Background: an optimization exercise with open tools, aiming at small area. Do not read the settings as production practice.
In this exercise RTL edits were held to simulation tests only and were not proved equivalent to the original.
Power figures rest on the tool's default switching activity, not on a simulated workload.

==> flow/design.v (excerpt) <==
module row_pwm (
    input  wire        clk,
    input  wire        rst,
    input  wire        tick,         
    input  wire        row_a,        
    input  wire [16:0] cfg_period,   
    input  wire        gstart,       
    input  wire        wr_duty,
    input  wire        wr_phase,
    input  wire [2:0]  wr_ch,
    input  wire [16:0] wr_data,      
    output reg  [7:0]  out,
    output reg  [16:0] cnt,
    output reg         wrap
);
Settings: LEC_CHECK=0, CAP_MARGIN=20, CORE_MARGIN=2, CORE_UTILIZATION=50, CTS_BUF_LIST=sky130_fd_sc_hd__clkbuf_8, CTS_CLUSTER_DIAMETER=50, CTS_CLUSTER_SIZE=16, PLACE_DENSITY=0.65, SLEW_MARGIN=20; clock period 20.0 ns.
run.sh (not shown) runs the stock make flow with config.mk's settings and CLKGATE_MAP_FILE= SYNTH_SCRIPT=/design/flow/synth_recipe.tcl, a recipe that flattens the netlist after the stock synthesis.
Rerun with:
==> flow/flow/run.sh (new file) <==
#!/bin/bash
# The standard layout, with clock tree synthesis told not to add dummy
# loads (and the buffer and clustering choices of config.mk).
set -euo pipefail
export CTS_ARGS="-sink_clustering_enable -repair_clock_nets -dont_use_dummy_load -buf_list sky130_fd_sc_hd__clkbuf_4 -sink_clustering_size 10 -sink_clustering_max_diameter 40"
bash standard.sh > standard.log 2>&1
==> flow/standard.sh (new file) <==
#!/bin/bash
# synth_recipe.tcl (not shown) runs the flow's synth.tcl, then flattens the netlist and writes it again
# the make line also repeats each setting of config.mk as NAME=value (left out here)
make -C /OpenROAD-flow-scripts/flow DESIGN_CONFIG=/design/flow/config.mk WORK_HOME=/design/flow/orfs CLKGATE_MAP_FILE= SYNTH_SCRIPT=/design/flow/synth_recipe.tcl "${@:-finish}"
CAP_MARGIN = 10   (was 20)
CORE_UTILIZATION = 60   (was 50)
CTS_BUF_LIST = default   (was sky130_fd_sc_hd__clkbuf_8)
CTS_CLUSTER_DIAMETER = default   (was 50)
CTS_CLUSTER_SIZE = default   (was 16)
PLACE_DENSITY = 0.7   (was 0.65)
SLEW_MARGIN = 10   (was 20)
removed: flow/run.sh
What happened:
- via count rises by 0.98%
- sequential share of layout area goes up by 1.3 points
- maximum frequency goes down by 1.6%
- non-clock buffer count rose by 2
- register-to-register slack gets worse by 0.17 ns
- cell area came out lower by 3.1%
Rerun with:
==> flow/run.sh (new file) <==
#!/bin/bash
# synth_recipe.tcl (not shown) runs the flow's synth.tcl, then flattens the netlist and writes it again
# the make line also repeats each setting of config.mk as NAME=value (left out here)
make -C /OpenROAD-flow-scripts/flow DESIGN_CONFIG=/design/flow/config.mk WORK_HOME=/design/flow/orfs CLKGATE_MAP_FILE= SYNTH_SCRIPT=/design/flow/synth_recipe.tcl finish
CAP_MARGIN = 20   (was 10)
CORE_UTILIZATION = 50   (was 60)
CTS_BUF_LIST = sky130_fd_sc_hd__clkbuf_4   (was default)
CTS_CLUSTER_DIAMETER = 40   (was default)
CTS_CLUSTER_SIZE = 10   (was default)
PLACE_DENSITY = 0.65   (was 0.7)
SLEW_MARGIN = 20   (was 10)
removed: flow/flow/run.sh
removed: flow/standard.sh
Outcome: The changed run completed with no timing, DRC or antenna violations; total power grows by 8.8%; register-to-register slack gets better by 0.08 ns; non-clock buffer count decreases by 2; combinational power barely changes; maximum frequency grows by 0.74%; global-route usage is lower by 4.8 points; routed wire length went up by 2.0%; hold slack improves by 0.029 ns; count of clock-buffer cells in the layout climbs by 27.
Rerun with:
==> flow/flow/run.sh (new file) <==
#!/bin/bash
# The standard layout, with clock tree synthesis told not to add dummy
# loads, built from clkbuf_4 with small sink clusters, and the port
# buffers made with buf_1.
set -euo pipefail
export CTS_ARGS="-sink_clustering_enable -repair_clock_nets -dont_use_dummy_load -buf_list sky130_fd_sc_hd__clkbuf_4 -sink_clustering_size 10 -sink_clustering_max_diameter 40"
export BUFFER_PORTS_ARGS="-buffer_cell sky130_fd_sc_hd__buf_1"
bash standard.sh > standard.log 2>&1
==> flow/standard.sh (new file) <==
#!/bin/bash
# synth_recipe.tcl (not shown) runs the flow's synth.tcl, then flattens the netlist and writes it again
# the make line also repeats each setting of config.mk as NAME=value (left out here)
make -C /OpenROAD-flow-scripts/flow DESIGN_CONFIG=/design/flow/config.mk WORK_HOME=/design/flow/orfs CLKGATE_MAP_FILE= SYNTH_SCRIPT=/design/flow/synth_recipe.tcl "${@:-finish}"
CAP_MARGIN = 10   (was 20)
CORE_UTILIZATION = 70   (was 50)
CTS_BUF_LIST = default   (was sky130_fd_sc_hd__clkbuf_4)
CTS_CLUSTER_DIAMETER = default   (was 40)
CTS_CLUSTER_SIZE = default   (was 10)
PLACE_DENSITY = 0.8   (was 0.65)
SLEW_MARGIN = 10   (was 20)
removed: flow/run.sh
Maximum frequency decreases slightly.
Critical path depth increases by 2.
Setup slack gets worse by 0.19 ns.
Wire length decreases by a few percent.
Total power decreases by a little under a tenth.
Global-route usage increases by 8.9 points.
Area after synthesis does not change.

========
Setup of build 94:
Starting RTL as in the previous note.
==> flow/config.mk <==
export PLATFORM = sky130hd
export DESIGN_NAME = row_pwm
export DESIGN_NICKNAME = row_pwm
export VERILOG_FILES = /design/flow/design.v
export SDC_FILE = /design/flow/constraint.sdc
export NUM_CORES = 4
export LEC_CHECK = 0
export CAP_MARGIN = 10
export CORE_MARGIN = 2
export CORE_UTILIZATION = 60
export PLACE_DENSITY = 0.7
export SLEW_MARGIN = 10
==> flow/constraint.sdc <==
create_clock -name core_clock -period 20.0 [get_ports {clk}]
set_input_delay 4.0000 -clock core_clock [delete_from_list [all_inputs] [get_ports {clk}]]
set_output_delay 4.0000 -clock core_clock [all_outputs]
set_load 0.01 [all_outputs]
standard.sh (not shown) runs the stock make flow with config.mk's settings and CLKGATE_MAP_FILE= SYNTH_SCRIPT=/design/flow/synth_recipe.tcl, a recipe that flattens the netlist after the stock synthesis.
==> flow/flow/run.sh <==
#!/bin/bash
# The standard layout, with clock tree synthesis told not to add dummy
# loads, built from clkbuf_4 with small sink clusters, and the port
# buffers made with buf_1.
set -euo pipefail
export CTS_ARGS="-sink_clustering_enable -repair_clock_nets -dont_use_dummy_load -buf_list sky130_fd_sc_hd__clkbuf_4 -sink_clustering_size 10 -sink_clustering_max_diameter 40"
export BUFFER_PORTS_ARGS="-buffer_cell sky130_fd_sc_hd__buf_1"
bash standard.sh > standard.log 2>&1
Relative to build 94, the following input files were edited for build 54:
Settings: PLACE_DENSITY: 0.7 -> 0.45; CAP_MARGIN: 10 -> 20; SLEW_MARGIN: 10 -> 20; CORE_UTILIZATION: 60 -> 25.
==> flow/run.sh (new file) <==
#!/bin/bash
# synth_recipe.tcl (not shown) runs the flow's synth.tcl, then flattens the netlist and writes it again
# the make line also repeats each setting of config.mk as NAME=value (left out here)
make -C /OpenROAD-flow-scripts/flow DESIGN_CONFIG=/design/flow/config.mk WORK_HOME=/design/flow/orfs CLKGATE_MAP_FILE= SYNTH_SCRIPT=/design/flow/synth_recipe.tcl finish
removed: flow/flow/run.sh
removed: flow/standard.sh
### Flow results
- In build 54, total die area is higher than in build 94.
- Fraction of layout instances using a drive strength above 1: build 94 and build 54 compared, higher one is build 54
- Build 54 — critical path's largest stage delay 0.02 ns lower, build 94 as reference
- In the metrics for build 94 and build 54, the one carrying the lower cell area after layout is build 94.
### build 54 -> build 75
Settings: swapping 0.45 for 0.8 in PLACE_DENSITY; swapping 25 for 70 in CORE_UTILIZATION; swapping 20 for 10 in SLEW_MARGIN; swapping 20 for 10 in CAP_MARGIN.
==> flow/flow/run.sh (new file) <==
#!/bin/bash
# The standard layout, with clock tree synthesis told not to add dummy
# loads, built from clkbuf_4 with small sink clusters.
set -euo pipefail
export CTS_ARGS="-sink_clustering_enable -repair_clock_nets -dont_use_dummy_load -buf_list sky130_fd_sc_hd__clkbuf_4 -sink_clustering_size 10 -sink_clustering_max_diameter 40"
bash standard.sh > standard.log 2>&1
==> flow/standard.sh (new file) <==
#!/bin/bash
# synth_recipe.tcl (not shown) runs the flow's synth.tcl, then flattens the netlist and writes it again
# the make line also repeats each setting of config.mk as NAME=value (left out here)
make -C /OpenROAD-flow-scripts/flow DESIGN_CONFIG=/design/flow/config.mk WORK_HOME=/design/flow/orfs CLKGATE_MAP_FILE= SYNTH_SCRIPT=/design/flow/synth_recipe.tcl "${@:-finish}"
removed: flow/run.sh
==> comparison <==
Count of non-CTS buffers in the layout delta for build 75 relative to build 54: 13% lower. Build 75 vs. build 54: share of total power in sequential cells +7.5 points; total number of tap cells now sits lower; maximum frequency stayed essentially flat; post-route standard cell area excluding fillers shows a reduction of 8.5%. In build 75 the clock skew turned out 0.075 ns higher than in build 54. Build 75 reports a higher slack of the critical path than build 54 does.

========
The RTL this note starts from:
==> flow/design.v <==
module row_pwm (
    input  wire        clk,
    input  wire        rst,
    input  wire        tick,         
    input  wire        row_a,        
    input  wire [16:0] cfg_period,   
    input  wire        gstart,       
    input  wire        wr_duty,
    input  wire        wr_phase,
    input  wire [2:0]  wr_ch,
    input  wire [16:0] wr_data,      
    output reg  [7:0]  out,
    output reg  [16:0] cnt,
    output reg         wrap
);
    function [17:0] add17;           
        input [16:0] a, b;
        input        ci;
        integer k;
        reg c;
        begin
            c = ci;
            for (k = 0; k < 17; k = k + 1) begin
                add17[k] = a[k] ^ b[k] ^ c;
                c = (a[k] & b[k]) | (a[k] & c) | (b[k] & c);
            end
            add17[17] = c;
        end
    endfunction
    function [16:0] inc17;           
        input [16:0] a;
        integer k;
        reg c;
        begin
            c = 1'b1;
            for (k = 0; k < 17; k = k + 1) begin
                inc17[k] = a[k] ^ c;
                c = a[k] & c;
            end
        end
    endfunction
    function [16:0] dec17;           
        input [16:0] a;
        integer k;
        reg b;
        begin
            b = 1'b1;
            for (k = 0; k < 17; k = k + 1) begin
                dec17[k] = a[k] ^ b;
                b = ~a[k] & b;
            end
        end
    endfunction
    function lt17;                   
        input [16:0] a, b;
        integer k;
        reg c;
        begin
            c = 1'b0;
            for (k = 0; k < 17; k = k + 1)
                c = (~a[k] & b[k]) | (~(a[k] ^ b[k]) & c);
            lt17 = c;
        end
    endfunction
    reg  [16:0] per;
    wire [16:0] pmin    = row_a ? 17'd2500 : 17'd500;
    wire [16:0] cfg_cl  = lt17(cfg_period, pmin) ? pmin :
                          lt17(17'd100000, cfg_period) ? 17'd100000 : cfg_period;
    wire [16:0] cnt_inc = inc17(cnt);
    wire        at_end  = (cnt_inc == per);
    wire        do_wrap = gstart || (tick && at_end);
    wire [16:0] per_nx  = do_wrap ? cfg_cl : per;
    reg  [8:0]  gap;
    reg  [7:0]  frac;
    reg  [7:0]  m;
    wire        gap1    = (gap == 9'd1);
    wire        hit     = tick && !do_wrap && gap1;
    wire [17:0] fsum    = add17({9'd0, frac}, {9'd0, per[7:0]}, 1'b0);
    wire [17:0] gnext   = add17({8'd0, per[16:8]}, 17'd0, fsum[8]);
    wire [16:0] gdec    = dec17({8'd0, gap});
    wire [16:0] minc    = inc17({9'd0, m});
    always @(posedge clk) begin
        if (do_wrap) begin
            m    <= 8'd1;
            gap  <= per_nx[16:8];
            frac <= per_nx[7:0];
        end else if (tick) begin
            if (gap1) begin
                m    <= minc[7:0];
                gap  <= gnext[8:0];
                frac <= fsum[7:0];
            end else begin
                gap  <= gdec[8:0];
            end
        end
    end
    always @(posedge clk) begin
        if (rst) begin
            cnt  <= 17'd0;
            per  <= 17'd5000;
            wrap <= 1'b0;
        end else begin
            cnt  <= do_wrap ? 17'd0 : (tick ? cnt_inc : cnt);
            per  <= per_nx;
            wrap <= do_wrap;
        end
    end
    reg  [16:0] duty_w  [0:7];
    reg  [7:0]  phase_w [0:7];
    reg  [16:0] duty_a  [0:7];
    reg  [7:0]  phase_a [0:7];
    reg  [16:0] rem     [0:7];   
    reg  [16:0] mq      [0:7];   
    reg  [16:0] mp      [0:7];   
    reg         ra      [0:7];   
    reg         hc      [0:7];   
    integer i;
    reg  [16:0] dn, tminv, kend;
    reg         st, q, step, fin, lo, hi;
    reg  [17:0] sum;
    always @(posedge clk) begin
        begin
            for (i = 0; i < 8; i = i + 1) begin
                if (do_wrap) begin
                    duty_a[i]  <= duty_w[i];
                    phase_a[i] <= phase_w[i];
                end
                dn    = do_wrap ? duty_w[i] : duty_a[i];
                st    = do_wrap ? (phase_w[i] == 8'd0) : (hit && phase_a[i] == m);
                q     = mq[i][0];
                step  = (mq[i][16:1] != 16'd0);
                fin   = (mq[i] == 17'd1);
                sum   = add17(rem[i], step ? (q ? mp[i] : 17'd0) :
                                      fin ? ~mp[i] : 17'h1ffff, 1'b0);
                tminv = ra[i] ? 17'd100 : 17'd20;
                lo    = (rem[i][16:7] == 10'd0) && (rem[i][6:0] < tminv[6:0]);
                hi    = (sum[16:7] == 10'h3ff) && (~sum[6:0] < tminv[6:0]);
                kend  = hc[i] ? (ra[i] ? 17'd118 : 17'd38) : 17'd18;
                if (dn == 17'd0) begin
                    rem[i] <= 17'd18;
                    hc[i]  <= 1'b0;
                    mq[i]  <= 17'd0;
                    out[i] <= 1'b0;
                end else if (dn[16]) begin
                    rem[i] <= 17'd18;
                    hc[i]  <= 1'b0;
                    mq[i]  <= 17'd0;
                    out[i] <= 1'b1;
                end else if (st) begin
                    rem[i] <= 17'd0;
                    mq[i]  <= {1'b1, dn[15:0]};
                    mp[i]  <= per_nx;
                    ra[i]  <= row_a;
                    out[i] <= 1'b1;
                end else if (tick) begin
                    if (step) begin
                        rem[i] <= sum[17:1];
                        mq[i]  <= mq[i] >> 1;
                    end else if (fin) begin
                        hc[i] <= hi && !lo;
                        if (lo)
                            rem[i] <= tminv;
                        else if (hi)
                            rem[i] <= mp[i];
                        mq[i] <= 17'd0;
                    end else if (rem[i] != kend) begin
                        rem[i] <= sum[16:0];
                    end else begin
                        out[i] <= 1'b0;
                    end
                end
            end
            if (wr_duty)
                duty_w[wr_ch] <= wr_data;
            if (wr_phase)
                phase_w[wr_ch] <= wr_data[7:0];
        end
        if (rst) begin
            out <= 8'd0;
            for (i = 0; i < 8; i = i + 1) begin
                duty_w[i]  <= 17'd0;
                duty_a[i]  <= 17'd0;
                phase_w[i] <= 8'd32 * i[7:0];
            end
        end
    end
endmodule
clock: 20.0 ns
lec_check: 0
cap_margin: 10
core_margin: 2
core_utilization: 60
place_density: 0.7
slew_margin: 10
==> flow/flow/run.sh <==
#!/bin/bash
# The standard layout, with clock tree synthesis told not to add dummy
# loads, built from clkbuf_4 with small sink clusters.
set -euo pipefail
export CTS_ARGS="-sink_clustering_enable -repair_clock_nets -dont_use_dummy_load -buf_list sky130_fd_sc_hd__clkbuf_4 -sink_clustering_size 10 -sink_clustering_max_diameter 40"
bash standard.sh > standard.log 2>&1
Rerun with:
==> flow/run.sh (new file) <==
#!/bin/bash
# synth_recipe.tcl (not shown) runs the flow's synth.tcl, then flattens the netlist and writes it again
# the make line also repeats each setting of config.mk as NAME=value (left out here)
make -C /OpenROAD-flow-scripts/flow DESIGN_CONFIG=/design/flow/config.mk WORK_HOME=/design/flow/orfs CLKGATE_MAP_FILE= SYNTH_SCRIPT=/design/flow/synth_recipe.tcl finish
CAP_MARGIN = 20   (was 10)
CORE_UTILIZATION = 50   (was 60)
CTS_BUF_LIST = sky130_fd_sc_hd__clkbuf_16   (was not set)
CTS_CLUSTER_DIAMETER = 60   (was not set)
CTS_CLUSTER_SIZE = 24   (was not set)
PLACE_DENSITY = 0.65   (was 0.7)
SLEW_MARGIN = 20   (was 10)
removed: flow/flow/run.sh
removed: flow/standard.sh
After rerunning:
- final area climbs by a few percent
- routed wire length climbs slightly
- via count drops slightly
- clock-buffer cell count drops by 67
- setup slack improved by 170 ps
- worst hold slack improved by 32 ps
- clock power climbs by well over a third
- maximum frequency climbs slightly
- critical path depth does not change
Rerun with:
==> flow/flow/run.sh (new file) <==
#!/bin/bash
# The standard layout, with clock tree synthesis told not to add dummy
# loads (and the buffer and clustering choices of config.mk).
set -euo pipefail
export CTS_ARGS="-sink_clustering_enable -repair_clock_nets -dont_use_dummy_load -buf_list sky130_fd_sc_hd__clkbuf_8 -sink_clustering_size 16 -sink_clustering_max_diameter 50"
bash standard.sh > standard.log 2>&1
==> flow/standard.sh (new file) <==
#!/bin/bash
# synth_recipe.tcl (not shown) runs the flow's synth.tcl, then flattens the netlist and writes it again
# the make line also repeats each setting of config.mk as NAME=value (left out here)
make -C /OpenROAD-flow-scripts/flow DESIGN_CONFIG=/design/flow/config.mk WORK_HOME=/design/flow/orfs CLKGATE_MAP_FILE= SYNTH_SCRIPT=/design/flow/synth_recipe.tcl "${@:-finish}"
CTS_BUF_LIST = sky130_fd_sc_hd__clkbuf_8   (was sky130_fd_sc_hd__clkbuf_16)
CTS_CLUSTER_DIAMETER = 50   (was 60)
CTS_CLUSTER_SIZE = 16   (was 24)
removed: flow/run.sh
Result: The new run completed without violations; global-route usage barely changes; via count is lower slightly; maximum frequency is about the same; first-iteration DRC count came out lower by a few percent.

-- what the ideal ports hide --
How much do the figures lean on ideal ports? The routed layouts below were timed once more, with nothing changed but the port constraints.
Step 1 (the two cells are an assumption about what drives the block):
set clk [get_ports {clk}]
set_driving_cell -lib_cell sky130_fd_sc_hd__clkbuf_16 $clk
set_driving_cell -lib_cell sky130_fd_sc_hd__buf_2 [delete_from_list [all_inputs] $clk]
Step 2 also shifts input and output timing later by t, the mid clock arrival at the registers, as if the neighbouring blocks saw the same clock.
Three values: ideal, step 1, step 2; two values: the first two.
| run | shift t [ns] | setup WS [ns] | hold slack, ns | latest minus earliest clock arrival (ns) | worst slew at a driven data input, ns |
|---|---|---|---|---|---|
| the first run of note 1 | 0.806 | 9.618 / 9.618 / 9.618 | 0.437 / 0.437 / 0.437 | 0.046 / 0.045 | 0.06 |
| the second run of note 1 | 1.074 | 9.448 / 9.448 / 9.448 | 0.421 / 0.421 / 0.421 | 0.119 / 0.119 | 0.06 |
| the third run of note 1 | 1.090 | 9.525 / 9.525 / 9.525 | 0.450 / 0.450 / 0.450 | 0.098 / 0.098 | 0.05 |
| the fourth run of note 1 | 1.031 | 9.334 / 9.334 / 9.334 | 0.446 / 0.446 / 0.446 | 0.110 / 0.110 | 0.04 |
| build 94 | 1.067 | 9.616 / 9.616 / 9.616 | 0.452 / 0.452 / 0.452 | 0.107 / 0.107 | 0.07 |
| build 54 | 0.778 | 9.367 / 9.367 / 9.367 | 0.449 / 0.449 / 0.449 | 0.025 / 0.025 | 0.11 |
| build 75 | 1.067 | 9.374 / 9.374 / 9.374 | 0.446 / 0.446 / 0.446 | 0.097 / 0.097 | 0.05 |
| the first run of note 3 | 1.074 | 9.448 / 9.448 / 9.448 | 0.421 / 0.421 / 0.421 | 0.119 / 0.119 | 0.06 |
| the second run of note 3 | 0.718 | 9.620 / 9.620 / 9.620 | 0.454 / 0.454 / 0.454 | 0.047 / 0.047 | 0.06 |
| the third run of note 3 | 0.789 | 9.611 / 9.611 / 9.611 | 0.385 / 0.385 / 0.385 | 0.084 / 0.084 | 0.06 |
After both steps every run listed still meets setup and hold.
